Background: an optimization exercise with open tools, aiming at small area. Do not read the settings as production practice. At most, simulation tests tie the RTL to the original design; equivalence was not proved. For run 2, only the layout was checked, not whether the RTL still works.

## flow/run.sh

```bash
#!/bin/bash
# synth_recipe.tcl (not shown) runs the flow's synth.tcl, then flattens the netlist and writes it again
# the make line also repeats each setting of config.mk as NAME=value (left out here)
make -C /OpenROAD-flow-scripts/flow DESIGN_CONFIG=/design/flow/config.mk WORK_HOME=/design/flow/orfs CLKGATE_MAP_FILE= SYNTH_SCRIPT=/design/flow/synth_recipe.tcl finish
```

## flow/config.mk

```make
export PLATFORM = sky130hd
export DESIGN_NAME = cfl_queue
export DESIGN_NICKNAME = cfl_queue
export VERILOG_FILES = /design/flow/design.v
export SDC_FILE = /design/flow/constraint.sdc
export NUM_CORES = 8
export LEC_CHECK = 0
export CAP_MARGIN = 20
export CORE_MARGIN = 2
export CORE_UTILIZATION = 30
export SLEW_MARGIN = 20
```

## flow/constraint.sdc

```tcl
create_clock -name core_clock -period 12.0 [get_ports {clk}]
set_input_delay 2.4000 -clock core_clock [delete_from_list [all_inputs] [get_ports {clk}]]
set_output_delay 2.4000 -clock core_clock [all_outputs]
set_load 0.01 [all_outputs]
```

## flow/design.v

```verilog
module cfl_queue (
    input  wire        clk,
    input  wire        rst,           
    input  wire        in_valid,      
    input  wire [63:0] in_msg,        
    input  wire        pop,           
    input  wire        clr_drop,      
    output wire        head_valid,
    output wire [63:0] head_msg,
    output wire [6:0]  count,
    output wire [15:0] drop_count,
    output wire        queue_lost,
    output wire        sev_pending,
    output wire        rec_pending
);
    localparam N    = 64;    
    localparam NGEN = 56;    
    localparam [1:0] CL_NOTICE = 2'd0;
    localparam [1:0] CL_RECOV  = 2'd1;
    reg [63:0] q [0:N-1];
    reg [6:0]  cnt;
    reg [15:0] drops;
    reg        lost;
    wire       pop_eff = pop && (cnt != 7'd0);
    wire [6:0] pcnt    = cnt - {6'd0, pop_eff};
    reg [63:0] p [0:N-1];
    integer i;
    always @* begin
        for (i = 0; i < N; i = i + 1) begin
            if (pop_eff)
                p[i] = (i < N - 1) ? q[i + 1] : 64'd0;
            else
                p[i] = q[i];
        end
    end
    reg       any_not, any_rec;
    reg [5:0] first_not, first_rec, last_rec;
    always @* begin
        any_not   = 1'b0;
        any_rec   = 1'b0;
        first_not = 6'd0;
        first_rec = 6'd0;
        last_rec  = 6'd0;
        for (i = N - 1; i >= 0; i = i - 1) begin
            if (i < pcnt && p[i][49:48] == CL_NOTICE) begin
                any_not   = 1'b1;
                first_not = i[5:0];
            end
            if (i < pcnt && p[i][49:48] == CL_RECOV) begin
                any_rec   = 1'b1;
                first_rec = i[5:0];
            end
        end
        for (i = 0; i < N; i = i + 1) begin
            if (i < pcnt && p[i][49:48] == CL_RECOV)
                last_rec = i[5:0];
        end
    end
    wire [1:0] in_cls   = in_msg[49:48];
    wire       in_sev   = in_cls[1];            
    wire       full_gen = (pcnt >= NGEN);
    wire       full_all = (pcnt == N);
    reg       append;       
    reg       rem_en;       
    reg [5:0] rem_idx;
    reg       drop_inc;     
    reg       lost_now;     
    always @* begin
        append   = 1'b0;
        rem_en   = 1'b0;
        rem_idx  = 6'd0;
        drop_inc = 1'b0;
        lost_now = 1'b0;
        if (in_valid) begin
            if (!in_sev) begin
                if (!full_gen) begin
                    append = 1'b1;
                end else if (any_not) begin
                    rem_en   = 1'b1;
                    rem_idx  = first_not;
                    append   = 1'b1;
                    drop_inc = 1'b1;
                end else if (in_cls == CL_NOTICE) begin
                    drop_inc = 1'b1;               
                end else if (any_rec) begin
                    rem_en   = 1'b1;               
                    rem_idx  = last_rec;
                    append   = 1'b1;
                    lost_now = 1'b1;
                end else begin
                    lost_now = 1'b1;               
                end
            end else begin
                if (!full_all) begin
                    append = 1'b1;
                end else if (any_not) begin
                    rem_en   = 1'b1;
                    rem_idx  = first_not;
                    append   = 1'b1;
                    drop_inc = 1'b1;
                end else if (any_rec) begin
                    rem_en   = 1'b1;
                    rem_idx  = first_rec;
                    append   = 1'b1;
                end else begin
                    lost_now = 1'b1;               
                end
            end
        end
    end
    wire [6:0] rcnt = pcnt - {6'd0, rem_en};
    reg [63:0] r [0:N-1];
    always @* begin
        for (i = 0; i < N; i = i + 1) begin
            if (rem_en && i >= rem_idx)
                r[i] = (i < N - 1) ? p[i + 1] : 64'd0;
            else
                r[i] = p[i];
        end
    end
    always @(posedge clk) begin
        for (i = 0; i < N; i = i + 1) begin
            if (append && i == rcnt)
                q[i] <= in_msg;
            else
                q[i] <= r[i];
        end
    end
    always @(posedge clk) begin
        if (rst) begin
            cnt   <= 7'd0;
            drops <= 16'd0;
            lost  <= 1'b0;
        end else begin
            cnt  <= rcnt + {6'd0, append};
            lost <= lost_now;
            if (clr_drop)
                drops <= {15'd0, drop_inc};
            else if (drop_inc && drops != 16'hFFFF)
                drops <= drops + 16'd1;
        end
    end
    reg sev_any, rec_any;
    always @* begin
        sev_any = 1'b0;
        rec_any = 1'b0;
        for (i = 0; i < N; i = i + 1) begin
            if (i < cnt && q[i][49])
                sev_any = 1'b1;
            if (i < cnt && q[i][49:48] == CL_RECOV)
                rec_any = 1'b1;
        end
    end
    assign head_valid  = (cnt != 7'd0);
    assign head_msg    = q[0];
    assign count       = cnt;
    assign drop_count  = drops;
    assign queue_lost  = lost;
    assign sev_pending = sev_any;
    assign rec_pending = rec_any;
endmodule
```

==> metrics.yaml, run 1 <==
cts_buffers: 450
ys_types: 120
cp-end-kind: "register"
drcViolationCount: 0
hold_buffers: 0
dieArea_mm2: 0.6587
tightestPinTransition_ns: 1.243
crit_chain: "clkdlybuf4s50_1, o21ai_4, inv_8, ha_1, or3b_1, nor4_2, o211ai_1, buf_4, o311ai_1, nand2b_1, and3_1, nor3b_1, o211ai_1, a211oi_1, o311ai_1, a22oi_4, buf_4, and2_0, buf_4, o211ai_2, xnor2_1, nand2_2, buf_12, o221a_2"
layout_commonest_cell: "dfxtp_1"
fmax_mhz: 92.63
finalHoldViolCount: 0
max_stage_delay_ns: 0.99
clk_pin_slew_ns: 0.06
start_util_pct: 30.12
grt_overflow: 0
vias: 203327
drtIter0Drc: 27557
synth-edff-count: 62
grt_usage_pct: 26.46
crit_path_max_fanout: 62
crit_buf_inv: 6
ctsLongestPathBuffers: 4
cpMaxStageDelayCell: "a211oi_1"
routed_via_density: 6.209
crit_family: "compound AO/OA/AOI/OAI gates"
drt_pass1_iterations: 9
port_buffers: 159
finalCriticalPeriod_ns: 10.80
most-common-layout-cells: "dfxtp_1 (4057), nor2_1 (3470), nand2_1 (3212)"
wl_met3_um: 87800
dpl.hpwl_um: 643800
die_width_um: 811.6
grt_setup_unrepaired: "false"
r2r_cells: 27
ys_async_sr_fraction_pct: 0
criticalPathCategory: "in -> reg"
antenna_left: 0
hold_end: "q[34][31]"
met1_length_um: 382200
timing.hold.ws_ns: 0.4429
startpoint_type: "input pin"
syn_area_mm2: 0.1957
wl_met2_um: 397400
syn_area_per_cell_um2: 7.840
cts_htree_levels: 5
cpMostUsedCell: "buf_4"
synth_flop_cell: "dfxtp_1"
core_area_mm2: 0.6496
r2r_start: "cnt[3]"
finClkSkew_ns: 0.1348
grt_start_max_net_pins: 190
area_growth_pct: 14.21
rr_endpoint: "q[22][5]"
setup_tns_ns: 0
grt_pass1_wl_um: 1334000
finalSetupViolations: 0
grt_antenna_before_repair: 43
clock_sinks: 4120
hold_start: "q[35][31]"
io_pins: 160
synth-seq-area-share_pct: 42.47
status: "timing/DRC/antenna clean"
drive_gt1_share_pct: 9.211
required_ns: 12.89
die_h_um: 811.6
synth-seq-cells: 4120
totalWireLength_um: 926000
post-route-period-util_pct: 89.96
gp_congestion: 1.051
cts_tree: "done"
wl_per_cell_um: 28.28
arrival_ns: 11.68
rrSetupSlack_ns: 2.05
row_count: 296
maxUsedRoutingLayer: "met5"
hold_path_class: "reg -> reg"
postSynthCellCount: 24956
grt_pass1_vias: 186191
nets: 23733
insertion_delay_ns: 1.12
post_cts_buffers: 0
whs_path_depth: 2
cts.repair.resized: 0
yosys_warnings: 4
slew_violations: 0
n_fill_cell: 67346
slew_headroom_pct: 16.36
cts_root_buffer: "clkbuf_16"
max_cap_violations: 0
==> sequential cells by signal, summed over array words and instances (netlist names) <==
signal,count
cnt,7
drops,16
lost,1
q,4096
==> metal layers <==
metal | vias to the layer above | GRT usage (%)
met5 | - | 0
met4 | 14 | 14.57
met1 | 99364 | 35.66
met2 | 11574 | 39.84
li1 | 90043 | -
met3 | 2332 | 4.863
==> worst reg2reg max path, stage by stage, from the launching register on <==
cell and delay [ns]:
dfxtp_1 0.29, buf_4 0.30, or4_1 0.58, buf_4 0.21, o21ai_4 0.29, inv_8 0.14
ha_1 0.28, ha_1 0.31, xor2_1 0.20, buf_4 0.26, nand2_1 0.11, buf_4 0.22
nand3_1 0.49, buf_4 0.40, nor3_1 0.58, nor3_1 0.28, or2_2 0.38, nor3_1 0.50
o2111ai_1 0.48, o211a_1 0.43, a211o_1 0.50, buf_4 0.29, o2111ai_1 0.80, a21boi_2 0.39
nand2b_2 0.16, buf_4 0.54, o22ai_1 0.25, nor3_1 0.23
==> logic make-up (layout without fill, tap and decap cells) <==
group / count (synthesis) / after routing / share of synthesized area, %
AOI/OAI and AO/OA: 9225 / 9225 / 32.27
and+or+nand+nor: 8369 / 8369 / 17.55
DFF: 4120 / 4120 / 42.47
buffers and inverters: 2877 / 1946 / 5.824
muxes: 274 / 274 / 1.430
xor gates and xnor gates: 82 / 82 / 0.3978
adders and majority gates: 9 / 9 / 0.05499
other: 0 / 82 / 0
==> worst max path at each step <==
| stage | endpoint | slack [ns] | start | cells past startpoint |
|---|---|---|---|---|
| finish | q[16][38] | 1.20 | pop | 24 |
| global route | q[22][40] | 1.16 | pop | 25 |
| CTS | q[16][1] | 1.61 | pop | 24 |
| detailed placement | q[22][9] | 0.62 | pop | 24 |
| global placement | q[16][2] | 0.34 | pop | 24 |
| floorplan | q[0][0] | 0.04 | pop | 36 |
==> area by class of cell <==
class / instances / area [um2] / share of cell area [%]
sequential: 4120 / 83100 / 37.19
clock buffer: 688 / 13260 / 5.936
timing repair buffer: 1008 / 10850 / 4.855
multi-input combinational: 17959 / 102900 / 46.07
clock inverter: 132 / 1829 / 0.8186
antenna: 82 / 205.2 / 0.09183
inverter: 118 / 450.4 / 0.2016
tap: 8642 / 10810 / 4.839
==> synthesized netlist by cell type, types with 419 or more instances <==
cell type     n  area, um2
dfxtp_1    4058      81240
nor2_1     3531      13250
nand2_1    3275      12290
clkbuf_1   2273       8532
a21oi_1    1884       9429
o22ai_1    1707      10680
a31oi_1     837       5236
nor3_1      701       3508
o21ai_0     590       2953
a221oi_1    580       5080
o31ai_1     568       4264
a22oi_1     508       3814
o221ai_1    420       3679
o21ai_1     419       2097
==> per-stage QoR <==
step / cells / setup slack, ns / cell area (um2) / util (%)
3_5_place_dp: 31847 / 0.6185 / 208200 / 32.04
4_1_cts: 32667 / 1.613 / 223200 / 34.37
2_1_floorplan: 24956 / 0.04250 / 195700 / -
5_1_grt: 32738 / 1.163 / 223400 / 34.39
6_report: 32749 / 1.205 / 223500 / 34.40
3_3_place_gp: 31846 / 0.3408 / 208100 / 32.04
==> run 2, diff against run 1 <==
==> flow/design.v (replaced) <==
module cfl_queue (
    input  wire        clk,
    input  wire        rst,           
    input  wire        in_valid,      
    input  wire [63:0] in_msg,        
    input  wire        pop,           
    input  wire        clr_drop,      
    output wire        head_valid,
    output wire [63:0] head_msg,
    output wire [6:0]  count,
    output wire [15:0] drop_count,
    output wire        queue_lost,
    output wire        sev_pending,
    output wire        rec_pending
);
    localparam N    = 64;    
    localparam NGEN = 56;    
    reg [61:0]  d [0:N-1];    
    reg [N-1:0] v;
    reg [6:0]   cnt;
    reg [15:0]  drops;
    reg         lost;
    integer i;
    reg [N-1:0] hsel;
    reg         above;
    always @* begin
        above = 1'b0;
        for (i = N - 1; i >= 0; i = i - 1) begin
            hsel[i] = v[i] & ~above;
            above   = above | v[i];
        end
    end
    wire        pop_eff = pop && (cnt != 7'd0);
    wire [6:0]  pcnt    = cnt - {6'd0, pop_eff};
    wire [N-1:0] v1     = v & ~(hsel & {N{pop_eff}});
    reg [N-1:0] isn, isr;
    always @* begin
        for (i = 0; i < N; i = i + 1) begin
            isn[i] = v1[i] & ~c[i][1] & ~c[i][0];
            isr[i] = v1[i] & ~c[i][1] &  c[i][0];
        end
    end
    wire any_not = |isn;
    wire any_rec = |isr;
    wire [N-1:0] tgt = any_not ? isn : isr;
    reg  [N-1:0] t_old, t_new;
    reg          a1, a2;
    always @* begin
        a1 = 1'b0;
        for (i = N - 1; i >= 0; i = i - 1) begin
            t_old[i] = tgt[i] & ~a1;
            a1       = a1 | tgt[i];
        end
        a2 = 1'b0;
        for (i = 0; i < N; i = i + 1) begin
            t_new[i] = tgt[i] & ~a2;
            a2       = a2 | tgt[i];
        end
    end
    wire [1:0] in_cls   = in_msg[49:48];
    wire       in_sev   = in_cls[1];            
    wire       in_not   = (in_cls == 2'd0);
    wire       full_gen = (pcnt >= NGEN);
    wire       full_all = pcnt[6];
    wire       full     = in_sev ? full_all : full_gen;
    wire       rem_en   = in_valid & full & (any_not | (any_rec & ~in_not));
    wire       append   = in_valid & (~full | rem_en);
    wire       drop_inc = in_valid & full & (any_not | in_not);
    wire       lost_now = in_valid & full & ~any_not & ~in_not & (~in_sev | ~any_rec);
    wire       use_new  = ~any_not & ~in_sev;
    wire [N-1:0] rem    = {N{rem_en}} & (use_new ? t_new : t_old);
    wire [N-1:0] v2 = v1 & ~rem;
    reg [N-1:0] sh;           
    reg         run;
    always @* begin
        run = append;
        for (i = 0; i < N; i = i + 1) begin
            sh[i] = run;
            run   = run & v2[i];
        end
    end
    reg pol;
    always @(posedge clk)
        pol <= rst ? 1'b0 : ~pol;
    wire [61:0] in_p = {in_msg[63:50], in_msg[47:0]} ^ {62{pol}};
    wire [61:0] d_nxt [0:N-1];
    genvar gs, gb;
    generate
        for (gs = 0; gs < N; gs = gs + 1) begin : g_slot
            wire        nsh   = ~sh[gs];
            wire [61:0] below = (gs == 0) ? in_p : d[gs == 0 ? 0 : gs - 1];
            for (gb = 0; gb < 62; gb = gb + 1) begin : g_bit
                cfl_queue_bit u_bit (
                    .sh   (sh[gs]),
                    .nsh  (nsh),
                    .below(below[gb]),
                    .own  (d[gs][gb]),
                    .nxt  (d_nxt[gs][gb]));
            end
        end
    endgenerate
    always @(posedge clk)
        for (i = 0; i < N; i = i + 1)
            d[i] <= d_nxt[i];
    reg [1:0] c [0:N-1];
    always @(posedge clk) begin
        if (sh[0])
            c[0] <= in_msg[49:48];
        for (i = 1; i < N; i = i + 1)
            if (sh[i])
                c[i] <= c[i - 1];
    end
    always @(posedge clk) begin
        if (rst) begin
            v     <= {N{1'b0}};
            cnt   <= 7'd0;
            drops <= 16'd0;
            lost  <= 1'b0;
        end else begin
            v    <= v2 | sh;
            cnt  <= pcnt - {6'd0, rem_en} + {6'd0, append};
            lost <= lost_now;
            if (clr_drop)
                drops <= {15'd0, drop_inc};
            else if (drop_inc && drops != 16'hFFFF)
                drops <= drops + 16'd1;
        end
    end
    wire [61:0] hsto;
    wire [1:0]  hcls;
    genvar gr;
    generate
        for (gr = 0; gr < 64; gr = gr + 1) begin : g_rd
            wire [N-1:0] col;
            for (gs = 0; gs < N; gs = gs + 1) begin : g_c
                if (gr < 62) begin : g_d
                    assign col[gs] = d[gs][gr];
                end else begin : g_k
                    assign col[gs] = c[gs][gr - 62];
                end
            end
            if (gr < 62) begin : g_od
                cfl_queue_rd u_rd (.sel(hsel), .col(col), .y(hsto[gr]));
            end else begin : g_ok
                cfl_queue_rd u_rd (.sel(hsel), .col(col), .y(hcls[gr - 62]));
            end
        end
    endgenerate
    reg sev_any, rec_any;
    always @* begin
        sev_any = 1'b0;
        rec_any = 1'b0;
        for (i = 0; i < N; i = i + 1) begin
            sev_any = sev_any | (v[i] & c[i][1]);
            rec_any = rec_any | (v[i] & ~c[i][1] & c[i][0]);
        end
    end
    wire [61:0] hdat = hsto ^ {62{pol}};
    wire [63:0] hmsg = {hdat[61:48], hcls, hdat[47:0]};
    assign head_valid  = (cnt != 7'd0);
    assign head_msg    = hmsg;
    assign count       = cnt;
    assign drop_count  = drops;
    assign queue_lost  = lost;
    assign sev_pending = sev_any;
    assign rec_pending = rec_any;
endmodule
module cfl_queue_bit (
    input  wire sh,
    input  wire nsh,    
    input  wire below,
    input  wire own,
    output wire nxt
);
    assign nxt = ~((sh | own) & (nsh | below));
endmodule
module cfl_queue_rd (
    input  wire [63:0] sel,
    input  wire [63:0] col,
    output wire        y
);
    wire [21:0] g_n;    
    genvar k;
    generate
        for (k = 0; k < 21; k = k + 1) begin : g_grp
            cfl_queue_aoi3 u_aoi (.s(sel[3*k+2:3*k]), .d(col[3*k+2:3*k]), .y_n(g_n[k]));
        end
    endgenerate
    assign g_n[21] = ~(sel[63] & col[63]);
    assign y = ~&g_n;
endmodule
module cfl_queue_aoi3 (
    input  wire [2:0] s,
    input  wire [2:0] d,
    output wire       y_n
);
    assign y_n = ~|(s & d);
endmodule
--- a/flow/config.mk
+++ b/flow/config.mk
@@ -8,4 +8,7 @@
 export CAP_MARGIN = 20
 export CORE_MARGIN = 2
-export CORE_UTILIZATION = 30
+export CORE_UTILIZATION = 60
+export CTS_CLUSTER_DIAMETER = 80
+export CTS_CLUSTER_SIZE = 30
 export SLEW_MARGIN = 20
+export SYNTH_HIERARCHICAL = 1
==> run 2 against run 1 <==
Effect of this change:
- cell count is 51% lower
- clock skew is 0.050 ns lower
- cell area is 31% lower
- first-iteration DRC count is 34% higher
- critical path depth is 2 lower
- register-to-register slack better by 0.54 ns
- maximum frequency is 3.7% higher
- sequential share of layout area is 18 points higher
- still clean
==> metrics.yaml, run 2 <==
ys_async_sr_fraction_pct: 0  # unchanged
insertion_delay_ns: 0.95  # was 1.12 ns
drt_pass1_iterations: 22  # was 9
cts_root_buffer: "clkbuf_16"  # unchanged
clock_sinks: 4185  # was 4120
hold_path_class: "reg -> reg"  # unchanged
hold_buffers: 0  # unchanged
drive_gt1_share_pct: 7.743  # was 9.211%
synth-edff-count: 128  # was 62
crit_path_max_fanout: 40  # was 62
totalWireLength_um: 694800  # was 926000 um
grt_overflow: 0  # unchanged
most-common-layout-cells: "dfxtp_1 (4055), o22ai_1 (3977), a222oi_1 (1344)"  # was dfxtp_1 (4057), nor2_1 (3470), nand2_1 (3212)
vias: 140076  # was 203327
tightestPinTransition_ns: 1.391  # was 1.243 ns
drcViolationCount: 0  # unchanged
criticalPathCategory: "in -> reg"  # unchanged
yosys-top-cells-count: "dfxtp_1 (4057), o22ai_1 (3977), a222oi_1 (1344)"  # was dfxtp_1 (4058), nor2_1 (3531), nand2_1 (3275)
routed_via_density: 8.814  # was 6.209
synthTopCellsByArea: "dfxtp_1 (59%), o22ai_1 (18%), a222oi_1 (9.7%), edfxtp_1 (2.8%), nand4_1 (1.4%)"  # was dfxtp_1 (42%), nor2_1 (6.8%), nand2_1 (6.3%), o22ai_1 (5.5%), a21oi_1 (4.8%)
reg_top3: "d x3968, c x128, v x64"  # was q x4096, drops x16, cnt x7
multi_input_area_mm2: 0.05298  # was 0.1029 mm2
cts_tree: "done"  # unchanged
drtIter0Drc: 36847  # was 27557
syn_area_mm2: 0.1384  # was 0.1957 mm2
status: "timing/DRC/antenna clean"  # unchanged
finClkSkew_ns: 0.08442  # was 0.1348 ns
layout_commonest_cell: "dfxtp_1"  # unchanged
core_area_mm2: 0.2297  # was 0.6496 mm2
synth_top_cell_area_share_pct: 58.68  # was 41.52%
cts_buffers: 168  # was 450
slew_headroom_pct: 7.276  # was 16.36%
arrival_ns: 11.01  # was 11.68 ns
dpl.hpwl_um: 447000  # was 643800 um
area_growth_pct: 11.74  # was 14.21%
cp-end-kind: "register"  # unchanged
setup_tns_ns: 0  # unchanged
synth_top_area_cell: "dfxtp_1"  # unchanged
startpoint_type: "input pin"  # unchanged
row_count: 176  # was 296
required_ns: 12.60  # was 12.89 ns
max_cap_violations: 0  # unchanged
grt_antenna_before_repair: 56  # was 43
die_h_um: 484.3  # was 811.6 um
io_pins: 160  # unchanged
start_util_pct: 60.26  # was 30.12%
port_buffers: 159  # unchanged
ctsLongestPathBuffers: 3  # was 4
grt_usage_pct: 56.62  # was 26.46%
clk_pin_slew_ns: 0.11  # was 0.06 ns
antenna_left: 0  # unchanged
synth-seq-cells: 4185  # was 4120
postSynthCellCount: 12039  # was 24956
largest_register_ffs: 3968  # was 4096
wl_per_cell_um: 43.72  # was 28.28 um
n_fill_cell: 17033  # was 67346
post_cts_buffers: 0  # unchanged
post_dp_cell_area_mm2: 0.1494  # was 0.2082 mm2
fmax_mhz: 96.10  # was 92.63 MHz
grt_start_max_net_pins: 67  # was 190
yosys_warnings: 11  # was 4
grt_setup_unrepaired: "false"  # unchanged
die_width_um: 484.3  # was 811.6 um
grt_pass1_vias: 129412  # was 186191
seq_area_mm2: 0.08507  # was 0.08310 mm2
grt_pass1_wl_um: 967100  # was 1334000 um
regMostFlops: "d"  # was q
cts.repair.resized: 0  # unchanged
finalCriticalPeriod_ns: 10.41  # was 10.80 ns
nets: 12857  # was 23733
ys_types: 96  # was 120
final_util_pct: 67.34  # was 34.40%
syn_area_per_cell_um2: 11.50  # was 7.840 um2
synth_flop_cell: "dfxtp_1"  # unchanged
slew_violations: 0  # unchanged
synthMostInstantiatedCell: "dfxtp_1"  # unchanged
finalInstanceArea_mm2: 0.1547  # was 0.2235 mm2
finalHoldViolCount: 0  # unchanged
cts_htree_levels: 4  # was 5
finalSetupViolations: 0  # unchanged
post-route-period-util_pct: 86.72  # was 89.96%
synth-seq-area-share_pct: 61.46  # was 42.47%
gp_congestion: 1.077  # was 1.051
dieArea_mm2: 0.2345  # was 0.6587 mm2
[run 2: logic make-up (layout without fill, tap and decap cells)]
| family | Yosys count | after routing | synth area share [%] |
|---|---|---|---|
| buffers and inverters | 253 | 1037 | 0.7223 |
| AOI/OAI and AO/OA | 5989 | 5989 | 31.06 |
| other | 1 | 44 | 0.002709 |
| and+or+nand+nor | 1451 | 1451 | 5.707 |
| DFF | 4185 | 4185 | 61.46 |
| xor gates and xnor gates | 145 | 145 | 0.9175 |
| muxes | 1 | 1 | 0.007232 |
| adders and majority gates | 14 | 14 | 0.1320 |
[run 2: through the flow]
stage                     worst slack (ns)  std cells  hold WS, ns
after global routing                 1.592      15853       0.4811
after CTS                            1.830      15835       0.4566
after global placement              0.9401      15613       0.4411
after floorplan                     -6.791      12040       0.4352
after detailed placement            0.9575      15615       0.4497
final                                1.594      15892       0.4640
[run 2: final timing paths]
path,slack (ns),startpoint,cells past startpoint,endpoint
worst max-delay path,1.59,pop,22,c[49][0]
worst min-delay path,0.46,d[58][42],1,d[59][42]
worst max register to register,2.59,v[39],21,c[49][0]
worst min register to register,0.46,d[58][42],1,d[59][42]
[run 2: critical path: stages]
cell and delay, ns:
clkdlybuf4s50_1 0.69, or3b_2 0.51, or4_1 0.57, nor3_4 0.53
buf_4 0.32, a41o_1 0.27, and4_1 0.36, nand3_1 0.17
or3_4 0.72, o311ai_0 0.77, nor2_1 0.27, a2bb2oi_1 0.49
o21ai_0 0.23, nor4_2 0.23, nand3_1 0.12, buf_4 0.19
or4_2 0.59, buf_12 0.19, or4_2 0.74, buf_4 0.25
inv_2 0.13, buf_12 0.20
[run 2: layout make-up]
| type | count | area share [%] |
|---|---|---|
| well taps | 3026 | 2.448 |
| clock buffers | 185 | 2.827 |
| flip-flops and latches | 4185 | 55.00 |
| repair buffers | 682 | 4.630 |
| diodes | 42 | 0.06795 |
| inverters | 135 | 0.3689 |
| multi-input cells | 7602 | 34.25 |
| clock inverters | 35 | 0.4037 |
[run 2: routing by layer]
metal  vias to the layer above  wire length (um)  GRT usage [%]
met1                     66455            212000          64.26
met2                     15019            272200          78.28
met5                         -               450         0.7757
met3                      4449            119300          25.25
li1                      54115                 -              -
met4                        38             90890          54.41
[run 2: Yosys stat by module (local to each module, per instance)]
module | cells | flops+latches
cfl_queue | 6151 | 4185
cfl_queue_aoi3 | 1 | 0
cfl_queue_bit | 1 | 0
cfl_queue_rd | 9 | 0
==> run 3, diff against run 2 <==
==> flow/design.v (replaced) <==
module cfl_queue (
    input  wire        clk,
    input  wire        rst,           
    input  wire        in_valid,      
    input  wire [63:0] in_msg,        
    input  wire        pop,           
    input  wire        clr_drop,      
    output wire        head_valid,
    output wire [63:0] head_msg,
    output wire [6:0]  count,
    output wire [15:0] drop_count,
    output wire        queue_lost,
    output wire        sev_pending,
    output wire        rec_pending
);
    localparam N    = 64;    
    localparam NGEN = 56;    
    reg [61:0]  d [0:N-1];    
    reg [1:0]   c [0:N-1];    
    reg [6:0]   cnt;
    reg [15:0]  drops;
    reg         lost;
    integer i;
    reg [N:0] occ;            
    always @* begin
        for (i = 0; i <= N; i = i + 1)
            occ[i] = (i < cnt);
    end
    wire [N-1:0] hsel    = occ[N-1:0] & ~occ[N:1];    
    wire         pop_eff = pop & occ[0];
    wire [6:0]   pcnt    = cnt - {6'd0, pop_eff};
    wire [N-1:0] v1      = occ[N-1:0] & ~(hsel & {N{pop_eff}});    
    reg [N-1:0] isn, isr;
    always @* begin
        for (i = 0; i < N; i = i + 1) begin
            isn[i] = v1[i] & ~c[i][1] & ~c[i][0];
            isr[i] = v1[i] & ~c[i][1] &  c[i][0];
        end
    end
    wire any_not = |isn;
    wire any_rec = |isr;
    wire [N-1:0] tgt = any_not ? isn : isr;
    reg  [N-1:0] to_old, to_new;
    reg          a1, a2;
    always @* begin
        a1 = 1'b0;
        for (i = N - 1; i >= 0; i = i - 1) begin
            a1        = a1 | tgt[i];
            to_old[i] = a1;
        end
        a2 = 1'b0;
        for (i = 0; i < N; i = i + 1) begin
            to_new[i] = ~a2;
            a2        = a2 | tgt[i];
        end
    end
    wire [1:0] in_cls   = in_msg[49:48];
    wire       in_sev   = in_cls[1];            
    wire       in_not   = (in_cls == 2'd0);
    wire       full_gen = (pcnt >= NGEN);
    wire       full_all = pcnt[6];
    wire       full     = in_sev ? full_all : full_gen;
    wire       rem_en   = in_valid & full & (any_not | (any_rec & ~in_not));
    wire       append   = in_valid & (~full | rem_en);
    wire       drop_inc = in_valid & full & (any_not | in_not);
    wire       lost_now = in_valid & full & ~any_not & ~in_not & (~in_sev | ~any_rec);
    wire       use_new  = ~any_not & ~in_sev;
    wire [N-1:0] to_top = {v1[N-2:0], 1'b1};    
    wire [N-1:0] sh = {N{append}} &
                      (rem_en ? (use_new ? to_new : to_old) : to_top);
    reg pol;
    always @(posedge clk)
        pol <= rst ? 1'b0 : ~pol;
    wire [61:0] in_p = {in_msg[63:50], in_msg[47:0]} ^ {62{pol}};
    wire [61:0] d_nxt [0:N-1];
    genvar gs, gb;
    generate
        for (gs = 0; gs < N; gs = gs + 1) begin : g_slot
            wire        nsh   = ~sh[gs];
            wire [61:0] below = (gs == 0) ? in_p : d[gs == 0 ? 0 : gs - 1];
            for (gb = 0; gb < 11; gb = gb + 1) begin : g_grp
                localparam W = (gb < 10) ? 6 : 2;
                cfl_queue_mux #(.W(W)) u_mux (
                    .sh   (sh[gs]),
                    .nsh  (nsh),
                    .below(below[6*gb+W-1:6*gb]),
                    .own  (d[gs][6*gb+W-1:6*gb]),
                    .nxt  (d_nxt[gs][6*gb+W-1:6*gb]));
            end
        end
    endgenerate
    always @(posedge clk)
        for (i = 0; i < N; i = i + 1)
            d[i] <= d_nxt[i];
    always @(posedge clk) begin
        if (sh[0])
            c[0] <= in_msg[49:48];
        for (i = 1; i < N; i = i + 1)
            if (sh[i])
                c[i] <= c[i - 1];
    end
    always @(posedge clk) begin
        if (rst) begin
            cnt   <= 7'd0;
            drops <= 16'd0;
            lost  <= 1'b0;
        end else begin
            cnt  <= pcnt - {6'd0, rem_en} + {6'd0, append};
            lost <= lost_now;
            if (clr_drop)
                drops <= {15'd0, drop_inc};
            else if (drop_inc && drops != 16'hFFFF)
                drops <= drops + 16'd1;
        end
    end
    wire [63:0] hraw;
    genvar gr;
    generate
        for (gr = 0; gr < 8; gr = gr + 1) begin : g_rd
            wire [8*N-1:0] cols;
            for (gs = 0; gs < N; gs = gs + 1) begin : g_c
                if (gr < 7) begin : g_d
                    assign cols[8*gs+7:8*gs] = d[gs][8*gr+7:8*gr];
                end else begin : g_k
                    assign cols[8*gs+7:8*gs] = {c[gs], d[gs][61:56]};
                end
            end
            cfl_queue_rd u_rd (.sel(hsel), .cols(cols), .y(hraw[8*gr+7:8*gr]));
        end
    endgenerate
    wire [61:0] hsto = hraw[61:0];
    wire [1:0]  hcls = hraw[63:62];
    reg sev_any, rec_any;
    always @* begin
        sev_any = 1'b0;
        rec_any = 1'b0;
        for (i = 0; i < N; i = i + 1) begin
            sev_any = sev_any | (occ[i] & c[i][1]);
            rec_any = rec_any | (occ[i] & ~c[i][1] & c[i][0]);
        end
    end
    wire [61:0] hdat = hsto ^ {62{pol}};
    wire [63:0] hmsg = {hdat[61:48], hcls, hdat[47:0]};
    assign head_valid  = (cnt != 7'd0);
    assign head_msg    = hmsg;
    assign count       = cnt;
    assign drop_count  = drops;
    assign queue_lost  = lost;
    assign sev_pending = sev_any;
    assign rec_pending = rec_any;
endmodule
module cfl_queue_mux #(parameter W = 6) (
    input  wire         sh,
    input  wire         nsh,    
    input  wire [W-1:0] below,
    input  wire [W-1:0] own,
    output wire [W-1:0] nxt
);
    assign nxt = ~(({W{sh}} | own) & ({W{nsh}} | below));
endmodule
module cfl_queue_rd (
    input  wire [63:0]  sel,
    input  wire [511:0] cols,
    output wire [7:0]   y
);
    wire [8*22-1:0] g_n;    
    genvar k;
    generate
        for (k = 0; k < 21; k = k + 1) begin : g_grp
            cfl_queue_aoi3 u_aoi (
                .s  (sel[3*k+2:3*k]),
                .d0 (cols[8*(3*k)+7:8*(3*k)]),
                .d1 (cols[8*(3*k+1)+7:8*(3*k+1)]),
                .d2 (cols[8*(3*k+2)+7:8*(3*k+2)]),
                .y_n(g_n[8*k+7:8*k]));
        end
    endgenerate
    assign g_n[8*21+7:8*21] = ~(cols[511:504] & {8{sel[63]}});
    genvar b;
    generate
        for (b = 0; b < 8; b = b + 1) begin : g_b
            wire [21:0] t;
            for (k = 0; k < 22; k = k + 1) begin : g_t
                assign t[k] = g_n[8*k+b];
            end
            assign y[b] = ~&t;
        end
    endgenerate
endmodule
module cfl_queue_aoi3 (
    input  wire [2:0] s,
    input  wire [7:0] d0, d1, d2,
    output wire [7:0] y_n
);
    assign y_n = ~((d0 & {8{s[0]}}) | (d1 & {8{s[1]}}) | (d2 & {8{s[2]}}));
endmodule
--- a/flow/config.mk
+++ b/flow/config.mk
@@ -8,5 +8,5 @@
 export CAP_MARGIN = 20
 export CORE_MARGIN = 2
-export CORE_UTILIZATION = 60
+export CORE_UTILIZATION = 55
 export CTS_CLUSTER_DIAMETER = 80
 export CTS_CLUSTER_SIZE = 30
==> run 3 against run 2 <==
Effect of this change:
- now fails the layout checks on max-slew violations
- clock skew is 0.016 ns higher
- area after synthesis is 1.1% lower
- worst setup slack better by 0.34 ns
- synthesized cell count is 0.78% lower
- sequential share of layout area is 0.094 points higher
- first-iteration DRC count is 13% lower
- via count is 5.0% lower
==> metrics.yaml, run 3 <==
finalCriticalPeriod_ns: 10.07  # was 10.41 ns
rrSetupSlack_ns: 2.86  # was 2.59 ns
clock_sinks: 4121  # was 4185
startpoint: "pop"  # unchanged
hold_start: "d[23][46]"  # was d[58][42]
tightestPinTransition_ns: 1.563  # was 1.391 ns
grt_setup_unrepaired: "false"  # unchanged
status: "finished with violations"  # was timing/DRC/antenna clean
die_h_um: 503.0  # was 484.3 um
cts.repair.resized: 0  # unchanged
cpMaxStageDelayCell: "nor4_1"  # was o311ai_0
setup_tns_ns: 0  # unchanged
arrival_ns: 10.82  # was 11.01 ns
port_buffers: 159  # unchanged
synth_flop_cell: "dfxtp_1"  # unchanged
synth-seq-cells: 4121  # was 4185
grt_usage_pct: 49.97  # was 56.62%
startpoint_type: "input pin"  # unchanged
r2r_start: "cnt[6]"  # was v[39]
cp-end-kind: "register"  # unchanged
most-common-layout-cells: "dfxtp_1 (3987), o22ai_1 (3975), a222oi_1 (1347)"  # was dfxtp_1 (4055), o22ai_1 (3977), a222oi_1 (1344)
finClkSkew_ns: 0.1006  # was 0.08442 ns
layout_commonest_cell: "dfxtp_1"  # unchanged
grt_start_max_net_pins: 65  # was 67
finalInstanceArea_mm2: 0.1521  # was 0.1547 mm2
synthMostInstantiatedCell: "dfxtp_1"  # unchanged
postSynthCellCount: 11945  # was 12039
crit_family: "simple AND/OR/NAND/NOR gates"  # unchanged
clk_pin_slew_ns: 0.12  # was 0.11 ns
nets: 12417  # was 12857
crit_path_max_fanout: 39  # was 40
required_ns: 12.76  # was 12.60 ns
insertion_delay_ns: 0.93  # was 0.95 ns
post-route-period-util_pct: 83.90  # was 86.72%
final_util_pct: 61.27  # was 67.34%
fmax_mhz: 99.33  # was 96.10 MHz
grt_pass1_wl_um: 918200  # was 967100 um
dieArea_mm2: 0.2530  # was 0.2345 mm2
start_util_pct: 55.17  # was 60.26%
row_count: 183  # was 176
ys_async_sr_fraction_pct: 0  # unchanged
hold_path_class: "reg -> reg"  # unchanged
core_area_mm2: 0.2482  # was 0.2297 mm2
synth-edff-count: 128  # unchanged
finalHoldViolCount: 0  # unchanged
reg_top3: "d x3968, c x128, drops x16"  # was d x3968, c x128, v x64
syn_area_mm2: 0.1369  # was 0.1384 mm2
slew_violations: 1  # was 0
ys_types: 103  # was 96
cts_buffers: 171  # was 168
post_cts_buffers: 0  # unchanged
max_cap_violations: 0  # unchanged
syn_area_per_cell_um2: 11.46  # was 11.50 um2
regMostFlops: "d"  # unchanged
slew_headroom_pct: -4.205  # was 7.276%
drcViolationCount: 0  # unchanged
so_faults: "max-slew violations"
crit_chain: "clkdlybuf4s50_1, buf_4, o21ai_1, inv_1, buf_4, ha_1, ha_1, nand2_1, xnor2_1, ha_1, nand4_1, a21oi_1, nand2b_1, nand2_1, a311oi_2, nor2_2, buf_4, nor4_1, or3_2, buf_12, o22ai_1"  # was clkdlybuf4s50_1, or3b_2, or4_1, nor3_4, buf_4, a41o_1, and4_1, nand3_1, or3_4, o311ai_0, nor2_1, a2bb2oi_1, o21ai_0, nor4_2, nand3_1, buf_4, or4_2, buf_12, or4_2, buf_4, inv_2, buf_12
antenna_left: 0  # unchanged
grt_pass1_vias: 118962  # was 129412
crit_buf_inv: 6  # was 7
drive_gt1_share_pct: 8.153  # was 7.743%
synthTopCellsByArea: "dfxtp_1 (58%), o22ai_1 (18%), a222oi_1 (9.8%), edfxtp_1 (2.8%), nand4_1 (1.3%)"  # was dfxtp_1 (59%), o22ai_1 (18%), a222oi_1 (9.7%), edfxtp_1 (2.8%), nand4_1 (1.4%)
grt_overflow: 0  # unchanged
yosys_warnings: 11  # unchanged
ctsLongestPathBuffers: 3  # unchanged
largest_register_ffs: 3968  # unchanged
die_width_um: 503.0  # was 484.3 um
totalWireLength_um: 664600  # was 694800 um
criticalPathCategory: "in -> reg"  # unchanged
dpl.hpwl_um: 436500  # was 447000 um
post_dp_cell_area_mm2: 0.1466  # was 0.1494 mm2
drt_pass1_iterations: 15  # was 22
cts_htree_levels: 4  # unchanged
hold_buffers: 0  # unchanged
cts_root_buffer: "clkbuf_16"  # unchanged
wl_per_cell_um: 42.20  # was 43.72 um
n_fill_cell: 20109  # was 17033
synth_top_cell_area_share_pct: 58.38  # was 58.68%
grt_antenna_before_repair: 52  # was 56
io_pins: 160  # unchanged
routed_via_density: 8.448  # was 8.814
synth-seq-area-share_pct: 61.18  # was 61.46%
gp_congestion: 1.071  # was 1.077
area_growth_pct: 11.06  # was 11.74%
synth_top_area_cell: "dfxtp_1"  # unchanged
finalSetupViolations: 0  # unchanged
timing.hold.ws_ns: 0.4448  # was 0.4640 ns
max_stage_delay_ns: 0.89  # was 0.77 ns
drtIter0Drc: 32115  # was 36847
cts_tree: "done"  # unchanged
vias: 133038  # was 140076
yosys-top-cells-count: "dfxtp_1 (3993), o22ai_1 (3977), a222oi_1 (1347)"  # was dfxtp_1 (4057), o22ai_1 (3977), a222oi_1 (1344)
-- run 3: cell types whose count changed in the layout (fill, tap and decap cells not counted), sizes merged, moves of 19 or more --
| cell | previous run | this run |
|---|---|---|
| nor2b | 59 | 19 |
| a31oi | 40 | 21 |
| nand4 | 313 | 279 |
| inv | 136 | 68 |
| nand3 | 158 | 102 |
| and3 | 54 | 25 |
| a22o | 28 | 5 |
| nand2 | 292 | 266 |
| diode | 42 | 18 |
| dfxtp | 4057 | 3993 |
| a21oi | 160 | 138 |
-- run 3: cells by family after synthesis --
logic type      after synthesis  synth area share [%]
compound gates             5931                 31.15
xor+xnor                    145                0.9274
fa+ha+maj                    15                0.1407
buf+inv                     520                 1.850
flops                      4121                 61.18
mux                           1              0.007310
other cells                   1              0.002738
simple gates               1211                 4.744
-- run 3: cell type report --
type	count	area, um2	area share (%)
diodes	18	45.04	0.02962
clock buffers	193	4508	2.964
clock inverters	46	820.8	0.5397
inverters	59	227.7	0.1497
multi-input cells	7305	51860	34.10
flip-flops and latches	4121	83790	55.10
well taps	3330	4167	2.740
repair buffers	676	6663	4.381
-- run 3: per-module statistics from Yosys (local to each module, per instance), a selection --
module,flops+latches,cells inside
cfl_queue_aoi3,0,10
cfl_queue_rd,0,73
cfl_queue,4121,5713
-- run 3: through the flow --
| stage | cells | worst slack, ns |
|---|---|---|
| 2_1_floorplan | 11946 | 0.7205 |
| 3_3_place_gp | 15458 | 0.9754 |
| 3_5_place_dp | 15477 | 1.545 |
| 4_1_cts | 15716 | 2.477 |
| 5_1_grt | 15734 | 1.915 |
| 6_report | 15748 | 1.932 |
-- run 3: final timing paths --
check / endpoint / cells after the start
setup / recovery: d[31][54] / 21
hold / removal: d[24][46] / 1
setup reg to reg: d[4][4] / 17
hold reg to reg: d[24][46] / 1
-- run 3: per-layer routing --
metal	track usage, %	up-vias	wire length [um]
met3	28.81	2178	135100
met2	66.28	12770	252200
li1	-	52607	-
met5	0.9897	-	678
met4	16.79	56	32030
met1	67.03	65427	244700
==> run 4, diff against run 3 <==
==> flow/config.mk (replaced) <==
export PLATFORM = sky130hd
export DESIGN_NAME = cfl_queue
export DESIGN_NICKNAME = cfl_queue
export VERILOG_FILES = /design/flow/design.v
export SDC_FILE = /design/flow/constraint.sdc
export NUM_CORES = 8
export LEC_CHECK = 0
export CAP_MARGIN = 10
export CORE_MARGIN = 2
export CORE_UTILIZATION = 60
export CTS_CLUSTER_DIAMETER = 60
export CTS_CLUSTER_SIZE = 24
export SLEW_MARGIN = 10
export SYNTH_HIERARCHICAL = 1
==> run 4 against run 3 <==
Effect of this change:
- fails the layout checks on max-capacitance violations, max-slew violations
- largest cell class unchanged
- cell area down 0.20%
- first-iteration DRC count shrank 4.5%
- count of clock-buffer cells in the layout rose by 41
- sequential share of layout area up 0.11 points
- critical endpoint is now head_msg[8]
==> metrics.yaml, run 4 <==
status: "finished with violations"  # unchanged
so_faults: "max-capacitance violations, max-slew violations"  # was max-slew violations
arrival_ns: 7.51  # was 10.82 ns
synthTopCellsByArea: "dfxtp_1 (58%), o22ai_1 (18%), a222oi_1 (9.8%), edfxtp_1 (2.8%), nand4_1 (1.3%)"  # unchanged
drive_gt1_share_pct: 8.126  # was 8.153%
insertion_delay_ns: 0.95  # was 0.93 ns
ys_async_sr_fraction_pct: 0  # unchanged
grt_antenna_before_repair: 54  # was 52
synth-seq-cells: 4121  # unchanged
grt_pass1_wl_um: 885200  # was 918200 um
rrSetupSlack_ns: 3.16  # was 2.86 ns
slew_headroom_pct: -3.605  # was -4.205%
finalSetupViolations: 0  # unchanged
drcViolationCount: 0  # unchanged
finalHoldViolCount: 0  # unchanged
cts_tree: "done"  # unchanged
yosys-top-cells-count: "dfxtp_1 (3993), o22ai_1 (3977), a222oi_1 (1347)"  # unchanged
crit_path_max_fanout: 37  # was 39
required_ns: 9.60  # was 12.76 ns
core_area_mm2: 0.2271  # was 0.2482 mm2
grt_start_max_net_pins: 65  # unchanged
seq_area_mm2: 0.08379  # about the same
die_h_um: 481.7  # was 503.0 um
finClkSkew_ns: 0.06406  # was 0.1006 ns
cp-end-kind: "output pin"  # was register
finalCriticalPeriod_ns: 9.912  # was 10.07 ns
ys_types: 103  # unchanged
slew_violations: 7  # was 1
cts_buffers: 206  # was 171
grt_pass1_vias: 120680  # was 118962
drt_pass1_iterations: 13  # was 15
finalInstanceArea_mm2: 0.1518  # was 0.1521 mm2
synth-edff-count: 128  # unchanged
nets: 12405  # was 12417
ctsLongestPathBuffers: 3  # unchanged
hold_buffers: 0  # unchanged
synth-seq-area-share_pct: 61.18  # unchanged
startpoint_type: "register"  # was input pin
criticalPathCategory: "reg -> out"  # was in -> reg
most-common-layout-cells: "dfxtp_1 (3989), o22ai_1 (3976), a222oi_1 (1347)"  # was dfxtp_1 (3987), o22ai_1 (3975), a222oi_1 (1347)
grt_usage_pct: 51.90  # was 49.97%
wl_per_cell_um: 40.99  # was 42.20 um
post_cts_buffers: 0  # unchanged
clk_pin_slew_ns: 0.09  # was 0.12 ns
dpl.hpwl_um: 409100  # was 436500 um
grt_use_met2_pct: 68.86  # was 66.28%
gp_congestion: 1.145  # was 1.071
layout_commonest_cell: "dfxtp_1"  # unchanged
totalWireLength_um: 632600  # was 664600 um
grtUsageMet1_pct: 67.69  # was 67.03%
use_met3_pct: 32.05  # was 28.81%
cts.repair.resized: 0  # unchanged
n_fill_cell: 17158  # was 20109
start_util_pct: 60.31  # was 55.17%
yosys_warnings: 11  # unchanged
fmax_mhz: 100.9  # was 99.33 MHz
multi_input_area_mm2: 0.05186  # about the same
regMostFlops: "d"  # unchanged
reg_top3: "d x3968, c x128, drops x16"  # unchanged
largest_register_ffs: 3968  # unchanged
max_cap_violations: 2  # was 0
post-route-period-util_pct: 82.60  # was 83.90%
io_pins: 160  # unchanged
port_buffers: 159  # unchanged
post_dp_cell_area_mm2: 0.1453  # was 0.1466 mm2
grt-busiest-layer: "met2"  # was met1
setup_tns_ns: 0  # unchanged
synth_top_area_cell: "dfxtp_1"  # unchanged
area_growth_pct: 10.83  # was 11.06%
vias: 132626  # was 133038
die_width_um: 481.7  # was 503.0 um
tightestPinTransition_ns: 1.554  # was 1.563 ns
clock_sinks: 4121  # unchanged
crit_chain: "buf_4, nand2_1, o21ai_0, nor2_4, buf_4, a222oi_1, nand4_1, nor4_1, nand2_1, xor2_1, clkdlybuf4s50_1"  # was clkdlybuf4s50_1, buf_4, o21ai_1, inv_1, buf_4, ha_1, ha_1, nand2_1, xnor2_1, ha_1, nand4_1, a21oi_1, nand2b_1, nand2_1, a311oi_2, nor2_2, buf_4, nor4_1, or3_2, buf_12, o22ai_1
drtIter0Drc: 30684  # was 32115
cts_htree_levels: 4  # unchanged
grt_overflow: 0  # unchanged
postSynthCellCount: 11945  # unchanged
dieArea_mm2: 0.2321  # was 0.2530 mm2
max_stage_delay_ns: 1.13  # was 0.89 ns
hold_path_class: "reg -> reg"  # unchanged
routed_via_density: 8.593  # was 8.448
cts_root_buffer: "clkbuf_16"  # unchanged
cpMaxStageDelayCell: "o21ai_0"  # was nor4_1
grt_setup_unrepaired: "false"  # unchanged
synthMostInstantiatedCell: "dfxtp_1"  # unchanged
row_count: 175  # was 183
syn_area_mm2: 0.1369  # unchanged
synth_top_cell_area_share_pct: 58.38  # unchanged
antenna_left: 0  # unchanged
timing.hold.ws_ns: 0.4453  # was 0.4448 ns
synth_flop_cell: "dfxtp_1"  # unchanged
syn_area_per_cell_um2: 11.46  # unchanged
-- run 4: cell counts after synthesis --
No cell type changed its count.
-- run 4: critical path: cells and delay by family, from the launching register on --
family / cells / cell delay (ns)
DFF: 1 / 0.76
and+or+nand+nor: 5 / 1.81
AOI/OAI and AO/OA: 2 / 2.09
buffers and inverters: 3 / 1.56
xor gates and xnor gates: 1 / 0.22
-- run 4: cells by family (layout without fill, tap and decap cells) --
group / count (synthesis) / count (layout) / synth area share, %
adder cells (fa/ha/maj): 15 / 15 / 0.1407
flip-flops: 4121 / 4121 / 61.18
buffers and inverters: 520 / 979 / 1.850
multiplexers: 1 / 1 / 0.007310
AO/OA/AOI/OAI: 5931 / 5931 / 31.15
XOR/XNOR: 145 / 145 / 0.9274
other: 1 / 23 / 0.002738
AND/OR/NAND/NOR: 1211 / 1211 / 4.744
-- run 4: layout make-up --
class | count | share of cell area, %
inverters | 59 | 0.1467
well taps | 3009 | 2.481
multi-input cells | 7305 | 34.17
flip-flops and latches | 4121 | 55.21
clock inverters | 57 | 0.5705
repair buffers | 629 | 3.842
diodes | 21 | 0.03462
clock buffers | 234 | 3.546
-- run 4: through the flow --
step	setup WS, ns	util (%)	cells
detailed placement	2.110	63.99	15102
global placement	1.645	63.98	15100
global route	2.295	66.82	15417
finish	2.088	66.84	15435
floorplan	0.7205	-	11946
CTS	2.336	66.74	15393
-- run 4: modules after synthesis, one instance, submodules excluded, excerpt --
| module | cell area (um2) | cells | copies in the design |
|---|---|---|---|
| cfl_queue | 93600 | 5713 | 1 |
| cfl_queue_aoi3 | 90.09 | 10 | 168 |
| cfl_queue_rd | 421.7 | 73 | 8 |
-- run 4: routing by layer --
| layer | up-vias | part of all wire (%) |
|---|---|---|
| li1 | 52557 | - |
| met1 | 64747 | 36 |
| met2 | 12738 | 38 |
| met3 | 2522 | 21 |
| met4 | 62 | 5.3 |
| met5 | - | 0.15 |
-- run 4: final timing paths --
check / end / cells after the start / from
hold reg to reg: d[18][4] / 1 / d[17][4]
setup reg to reg: d[6][26] / 21 / cnt[1]
setup / recovery: head_msg[8] / 11 / cnt[2]
hold / removal: d[18][4] / 1 / d[17][4]
==> run 5, diff against run 4 <==
--- a/flow/config.mk
+++ b/flow/config.mk
@@ -6,9 +6,9 @@
 export NUM_CORES = 8
 export LEC_CHECK = 0
-export CAP_MARGIN = 10
+export CAP_MARGIN = 20
 export CORE_MARGIN = 2
 export CORE_UTILIZATION = 60
-export CTS_CLUSTER_DIAMETER = 60
-export CTS_CLUSTER_SIZE = 24
-export SLEW_MARGIN = 10
+export CTS_CLUSTER_DIAMETER = 70
+export CTS_CLUSTER_SIZE = 28
+export SLEW_MARGIN = 35
 export SYNTH_HIERARCHICAL = 1
==> run 5 against run 4 <==
Effect of this change:
- count of clock-buffer cells in the layout shrank 24
- via count increased by 0.39%
- sequential share of layout area about the same
- cell area about the same
- hold slack worse by 0.0021 ns
- critical endpoint is now head_msg[0]
- core utilization is essentially flat
- flip-flop and latch count unchanged
- now clean on timing, DRC and antenna
- critical path type unchanged
- maximum frequency grew 2.0%
- non-clock buffer count is 49 higher
==> metrics.yaml, run 5 <==
status: "timing/DRC/antenna clean"  # was finished with violations
fin_cells: 15457  # was 15435
antenna_left: 0  # unchanged
hold_buffers: 0  # unchanged
criticalPathCategory: "reg -> out"  # unchanged
arrival_ns: 7.31  # was 7.51 ns
cts_buffers: 179  # was 206
row_count: 175  # unchanged
ys_types: 103  # unchanged
r2r_start: "cnt[3]"  # was cnt[1]
largest_register_ffs: 3968  # unchanged
finClkSkew_ns: 0.04915  # was 0.06406 ns
vias: 133141  # was 132626
fin_ws_ns: 2.286  # was 2.088 ns
grt_setup_unrepaired: "false"  # unchanged
core_area_mm2: 0.2271  # unchanged
setup_tns_ns: 0  # unchanged
totalWireLength_um: 634200  # was 632600 um
start_util_pct: 60.31  # unchanged
drive_gt1_share_pct: 8.381  # was 8.126%
synthMostInstantiatedCell: "dfxtp_1"  # unchanged
hold_start: "d[61][7]"  # was d[17][4]
finalCriticalPeriod_ns: 9.714  # was 9.912 ns
slew_violations: 0  # was 7
cts_root_buffer: "clkbuf_16"  # unchanged
yosys-top-cells-count: "dfxtp_1 (3993), o22ai_1 (3977), a222oi_1 (1347)"  # unchanged
nets: 12427  # was 12405
die_width_um: 481.7  # unchanged
post_cts_buffers: 0  # unchanged
gp_congestion: 1.145  # unchanged
routed_via_density: 8.614  # was 8.593
port_buffers: 159  # unchanged
synth-seq-area-share_pct: 61.18  # unchanged
insertion_delay_ns: 0.91  # was 0.95 ns
dp_cells: 15153  # was 15102
reg_top3: "d x3968, c x128, drops x16"  # unchanged
regMostFlops: "d"  # unchanged
synthTopCellsByArea: "dfxtp_1 (58%), o22ai_1 (18%), a222oi_1 (9.8%), edfxtp_1 (2.8%), nand4_1 (1.3%)"  # unchanged
area_growth_pct: 10.87  # was 10.83%
drt_pass1_iterations: 14  # was 13
cpMaxStageDelayCell: "dfxtp_2"  # was o21ai_0
multi_input_area_mm2: 0.05201  # was 0.05186 mm2
dieArea_mm2: 0.2321  # unchanged
grt_pass1_wl_um: 886500  # was 885200 um
fmax_mhz: 102.9  # was 100.9 MHz
startpoint: "cnt[3]"  # was cnt[2]
die_h_um: 481.7  # unchanged
clock_sinks: 4121  # unchanged
drcViolationCount: 0  # unchanged
slew_headroom_pct: 22.16  # was -3.605%
grt_overflow: 0  # unchanged
seq_area_mm2: 0.08379  # about the same
finalHoldViolCount: 0  # unchanged
finalInstanceArea_mm2: 0.1518  # about the same
yosys_warnings: 11  # unchanged
post_dp_cell_area_mm2: 0.1458  # was 0.1453 mm2
syn_area_per_cell_um2: 11.46  # unchanged
grt_antenna_before_repair: 57  # was 54
hold_path_class: "reg -> reg"  # unchanged
drtIter0Drc: 31059  # was 30684
synth_top_cell_area_share_pct: 58.38  # unchanged
ctsLongestPathBuffers: 3  # unchanged
grt_usage_pct: 51.96  # was 51.90%
ys_async_sr_fraction_pct: 0  # unchanged
dpl.hpwl_um: 410500  # was 409100 um
most-common-layout-cells: "dfxtp_1 (3988), o22ai_1 (3975), a222oi_1 (1347)"  # was dfxtp_1 (3989), o22ai_1 (3976), a222oi_1 (1347)
required_ns: 9.60  # about the same
cp-end-kind: "output pin"  # unchanged
post-route-period-util_pct: 80.95  # was 82.60%
startpoint_type: "register"  # unchanged
cts_htree_levels: 4  # unchanged
grt_start_max_net_pins: 65  # unchanged
crit_path_max_fanout: 37  # unchanged
timing.hold.ws_ns: 0.4432  # was 0.4453 ns
postSynthCellCount: 11945  # unchanged
pre_cts_ws_ns: 2.263  # was 2.110 ns
cts.repair.resized: 0  # unchanged
n_fill_cell: 17188  # was 17158
synth_top_area_cell: "dfxtp_1"  # unchanged
tightestPinTransition_ns: 1.157  # was 1.554 ns
max_cap_violations: 0  # was 2
grt_pass1_vias: 120579  # was 120680
clk_pin_slew_ns: 0.10  # was 0.09 ns
final_util_pct: 66.86  # was 66.84%
cts_tree: "done"  # unchanged
io_pins: 160  # unchanged
synth-seq-cells: 4121  # unchanged
crit_chain: "buf_4, or4bb_1, o21ai_0, nor2_4, buf_4, buf_4, a222oi_1, nand4_1, nor4_1, nand2_1, xor2_1, clkdlybuf4s50_1"  # was buf_4, nand2_1, o21ai_0, nor2_4, buf_4, a222oi_1, nand4_1, nor4_1, nand2_1, xor2_1, clkdlybuf4s50_1
synth-edff-count: 128  # unchanged
layout_commonest_cell: "dfxtp_1"  # unchanged
wl_per_cell_um: 41.03  # was 40.99 um
syn_area_mm2: 0.1369  # unchanged
cpMostUsedCell: "buf_4"
synth_flop_cell: "dfxtp_1"  # unchanged
max_stage_delay_ns: 0.87  # was 1.13 ns
finalSetupViolations: 0  # unchanged
[run 5: cell counts after synthesis]
Identical to the previous run, type by type.
[run 5: worst paths after layout]
path	end	slack, ns	depth (start not counted)
worst max-delay path	head_msg[0]	2.29	12
worst min-delay path	d[62][7]	0.44	1
worst max register to register	d[22][13]	3.40	16
worst min register to register	d[62][7]	0.44	1
[run 5: modules after synthesis, one instance, submodules excluded, excerpt]
module,cells,copies in the design
cfl_queue,5713,1
cfl_queue_rd,73,8
cfl_queue_aoi3,10,168
[run 5: final cells by class]
cell class | instances | share of cell area [%]
Antenna cell | 27 | 0.04450
Clock buffer | 210 | 3.175
Clock inverter | 48 | 0.5324
Inverter | 59 | 0.1500
Multi-Input combinational cell | 7305 | 34.26
Sequential cell | 4121 | 55.19
Tap cell | 3009 | 2.480
Timing Repair Buffer | 678 | 4.167
[run 5: routing by layer]
layer	vias to the layer above	GRT usage (%)	routed length, um
li1	52546	-	-
met1	64886	68.89	227600
met2	13067	69.22	242200
met3	2578	30.06	130600
met4	64	18.95	33220
met5	-	0.9735	530
[run 5: worst max-delay path, delay by kind of cell, from the launching register on]
| kind | cells | cell delay (ns) |
|---|---|---|
| flops | 1 | 0.87 |
| compound gates | 2 | 1.28 |
| xor+xnor | 1 | 0.67 |
| buf+inv | 4 | 1.90 |
| simple gates | 5 | 1.55 |
[run 5: kinds of logic (layout without fill, tap and decap cells)]
kind of cell	count (synthesis)	in the layout	synth area share (%)
compound gates	5931	5931	31.15
xor+xnor	145	145	0.9274
fa+ha+maj	15	15	0.1407
buf+inv	520	995	1.850
flops	4121	4121	61.18
mux	1	1	0.007310
other cells	1	29	0.002738
simple gates	1211	1211	4.744
==> run 6, diff against run 5 <==
==> flow/flow/run.sh (new file) <==
#!/bin/bash
# The standard layout (standard.sh: ORFS synthesis to final), with two
# changes passed to ORFS through its own variables:
#  - the port buffers are the smallest buffer cell, sky130_fd_sc_hd__buf_1
#    (ORFS otherwise picks sky130_fd_sc_hd__clkdlybuf4s50_1);
#  - clock tree synthesis clusters up to 28 sinks within 70 um per leaf
#    buffer and inserts no dummy loads.
# The make output goes to flow.log in this folder; ORFS keeps each step's
# full log under orfs/logs/.
set -euo pipefail
cd "$(dirname "$0")/.."
export BUFFER_PORTS_ARGS="-buffer_cell sky130_fd_sc_hd__buf_1"
export CTS_ARGS="-sink_clustering_enable -repair_clock_nets -dont_use_dummy_load -sink_clustering_size 28 -sink_clustering_max_diameter 70"
bash standard.sh finish > flow.log 2>&1
==> flow/standard.sh (new file) <==
#!/bin/bash
# synth_recipe.tcl (not shown) runs the flow's synth.tcl, then flattens the netlist and writes it again
# the make line also repeats each setting of config.mk as NAME=value (left out here)
make -C /OpenROAD-flow-scripts/flow DESIGN_CONFIG=/design/flow/config.mk WORK_HOME=/design/flow/orfs CLKGATE_MAP_FILE= SYNTH_SCRIPT=/design/flow/synth_recipe.tcl "${@:-finish}"
--- a/flow/config.mk
+++ b/flow/config.mk
@@ -9,6 +9,4 @@
 export CORE_MARGIN = 2
 export CORE_UTILIZATION = 60
-export CTS_CLUSTER_DIAMETER = 70
-export CTS_CLUSTER_SIZE = 28
 export SLEW_MARGIN = 35
 export SYNTH_HIERARCHICAL = 1
removed: flow/run.sh
==> run 6 against run 5 <==
Effect of this change:
- non-clock buffer count fell by 17
- critical path depth is 8 higher
- via count barely moved
- count of clock-buffer cells in the layout fell by 29
- first-iteration DRC count decreased by 0.30%
- still clean
==> metrics.yaml, run 6 <==
finClkSkew_ns: 0.1349  # was 0.04915 ns
most-common-layout-cells: "dfxtp_1 (3989), o22ai_1 (3975), a222oi_1 (1347)"  # was dfxtp_1 (3988), o22ai_1 (3975), a222oi_1 (1347)
multi_input_area_mm2: 0.05204  # was 0.05201 mm2
syn_area_per_cell_um2: 11.46  # unchanged
cts.repair.resized: 0  # unchanged
seq_area_mm2: 0.08379  # about the same
ctsLongestPathBuffers: 3  # unchanged
startpoint_type: "input pin"  # was register
dieArea_mm2: 0.2321  # unchanged
drive_gt1_share_pct: 7.820  # was 8.381%
grt_usage_pct: 52.11  # was 51.96%
synthTopCellsByArea: "dfxtp_1 (58%), o22ai_1 (18%), a222oi_1 (9.8%), edfxtp_1 (2.8%), nand4_1 (1.3%)"  # unchanged
grt_start_max_net_pins: 66  # was 65
r2r_cells: 21  # was 16
row_count: 175  # unchanged
cts_tree: "done"  # unchanged
post_cts_buffers: 0  # unchanged
ys_types: 103  # unchanged
arrival_ns: 10.56  # was 7.31 ns
antenna_left: 0  # unchanged
final_util_pct: 65.95  # was 66.86%
core_area_mm2: 0.2271  # unchanged
status: "timing/DRC/antenna clean"  # unchanged
synth-edff-count: 128  # unchanged
n_fill_cell: 17299  # was 17188
regMostFlops: "d"  # unchanged
yosys_warnings: 11  # unchanged
finalInstanceArea_mm2: 0.1497  # was 0.1518 mm2
slew_headroom_pct: 21.60  # was 22.16%
pre_cts_ws_ns: 2.087  # was 2.263 ns
synth_top_area_cell: "dfxtp_1"  # unchanged
cts_root_buffer: "clkbuf_16"  # unchanged
drcViolationCount: 0  # unchanged
die_width_um: 481.7  # unchanged
post-route-period-util_pct: 82.08  # was 80.95%
fin_ws_ns: 2.151  # was 2.286 ns
port_buffers: 159  # unchanged
dpl.hpwl_um: 412800  # was 410500 um
cp-end-kind: "register"  # was output pin
hold_buffers: 0  # unchanged
hold_end: "d[49][40]"  # was d[62][7]
postSynthCellCount: 11945  # unchanged
finalHoldViolCount: 0  # unchanged
rrSetupSlack_ns: 2.46  # was 3.40 ns
grt_pass1_wl_um: 884400  # was 886500 um
insertion_delay_ns: 0.92  # was 0.91 ns
ys_async_sr_fraction_pct: 0  # unchanged
[run 6: cell counts after synthesis]
No cell type changed its count.
[run 6: area by class of cell]
class | count | area share, %
clock buffer | 181 | 3.025
sequential | 4121 | 55.96
tap | 3009 | 2.514
timing repair buffer | 661 | 3.549
inverter | 59 | 0.1521
antenna | 29 | 0.04846
multi-input combinational | 7305 | 34.75
[run 6: cell families (layout without fill, tap and decap cells)]
group / after synthesis / after routing / synth area share (%)
fa+ha+maj: 15 / 15 / 0.1407
other cells: 1 / 31 / 0.002738
xor+xnor: 145 / 145 / 0.9274
buf+inv: 520 / 901 / 1.850
flops: 4121 / 4121 / 61.18
simple gates: 1211 / 1211 / 4.744
compound gates: 5931 / 5931 / 31.15
mux: 1 / 1 / 0.007310
[run 6: critical path: stages]
cell and delay [ns]:
buf_1 0.06, buf_4 0.50, o21ai_1 0.44, inv_1 0.13, buf_4 0.27, ha_1 0.26, ha_1 0.26, nand2_1 0.09
xnor2_1 0.33, ha_1 0.21, nand4_1 0.12, a21oi_1 0.20, nand2b_1 0.82, nand2_1 0.46, a311o_1 0.50, or4_1 0.82
nor2_1 0.66, or3_2 0.92, buf_4 0.71, o22ai_1 0.21
[run 6: how the worst max path moves through the flow]
stage               startpoint  slack (ns)  cells after the start            to
floorplan                  pop        0.72                     18      d[11][0]
global placement           pop        1.32                     20     d[34][13]
detailed placement         pop        2.09                     20     d[62][33]
CTS                     cnt[5]        2.88                     12  head_msg[55]
global route               pop        2.38                     20     d[62][11]
finish                     pop        2.15                     20     d[62][12]
[run 6: through the flow]
stage               hold slack (ns)  instances
floorplan                    0.4225      11946
global placement             0.4281      15084
detailed placement           0.4380      15132
CTS                          0.3988      15313
global route                 0.4458      15338
finish                       0.4268      15365
[run 6: modules after synthesis, one instance, submodules excluded, excerpt]
| module | cell area [um2] | copies in the design | cells inside |
|---|---|---|---|
| cfl_queue | 93600 | 1 | 5713 |
| cfl_queue_rd | 421.7 | 8 | 73 |
| cfl_queue_aoi3 | 90.09 | 168 | 10 |
[run 6: layer usage]
metal | global-route usage (%) | part of all wire (%) | vias up
li1 | - | - | 52503
met4 | 19.65 | 5.7 | 58
met3 | 31.60 | 21 | 2654
met2 | 68.30 | 38 | 13124
met5 | 1.388 | 0.19 | -
met1 | 68.82 | 36 | 64718

==> static timing again, ports no longer ideal <==
Ports are ideal in the flow. The routed layouts listed here were re-timed in OpenROAD. Step 1, drivers: a clkbuf_16 drives clk and a buf_2 each remaining input, both assumed. Step 2 also shifts input and output timing later by t, the mid clock arrival at the registers, as if the neighbouring blocks saw the same clock. a / b / c = no drivers / after step 1 / after step 2; a / b = the first two.
| run | t (ns) | setup slack, ns | worst setup path at the end | worst register clock-pin slew, ns | worst data-port slew with drivers (ns) |
|---|---|---|---|---|---|
| run 1 | 1.192 | 1.205 / 1.111 / -0.081 | input to register | 0.08 / 0.08 | 0.23 |
| run 2 | 1.026 | 1.594 / 1.531 / 0.663 | input to register | 0.12 / 0.12 | 0.08 |
| run 3 | 0.994 | 1.932 / 2.022 / 1.028 | input to register | 0.12 / 0.12 | 0.08 |
| run 4 | 1.022 | 2.088 / 1.986 / 1.495 | input to register | 0.10 / 0.10 | 0.16 |
| run 5 | 0.992 | 2.286 / 2.182 / 1.769 | input to register | 0.11 / 0.11 | 0.12 |
| run 6 | 0.965 | 2.151 / 2.201 / 1.276 | input to register | 0.11 / 0.11 | 0.13 |
Met with ideal ports but missed after step 2: setup timing in run 1. For run 1, which loses most, drivers alone change the setup slack by -0.094 ns; drivers and shift together by -1.286 ns.
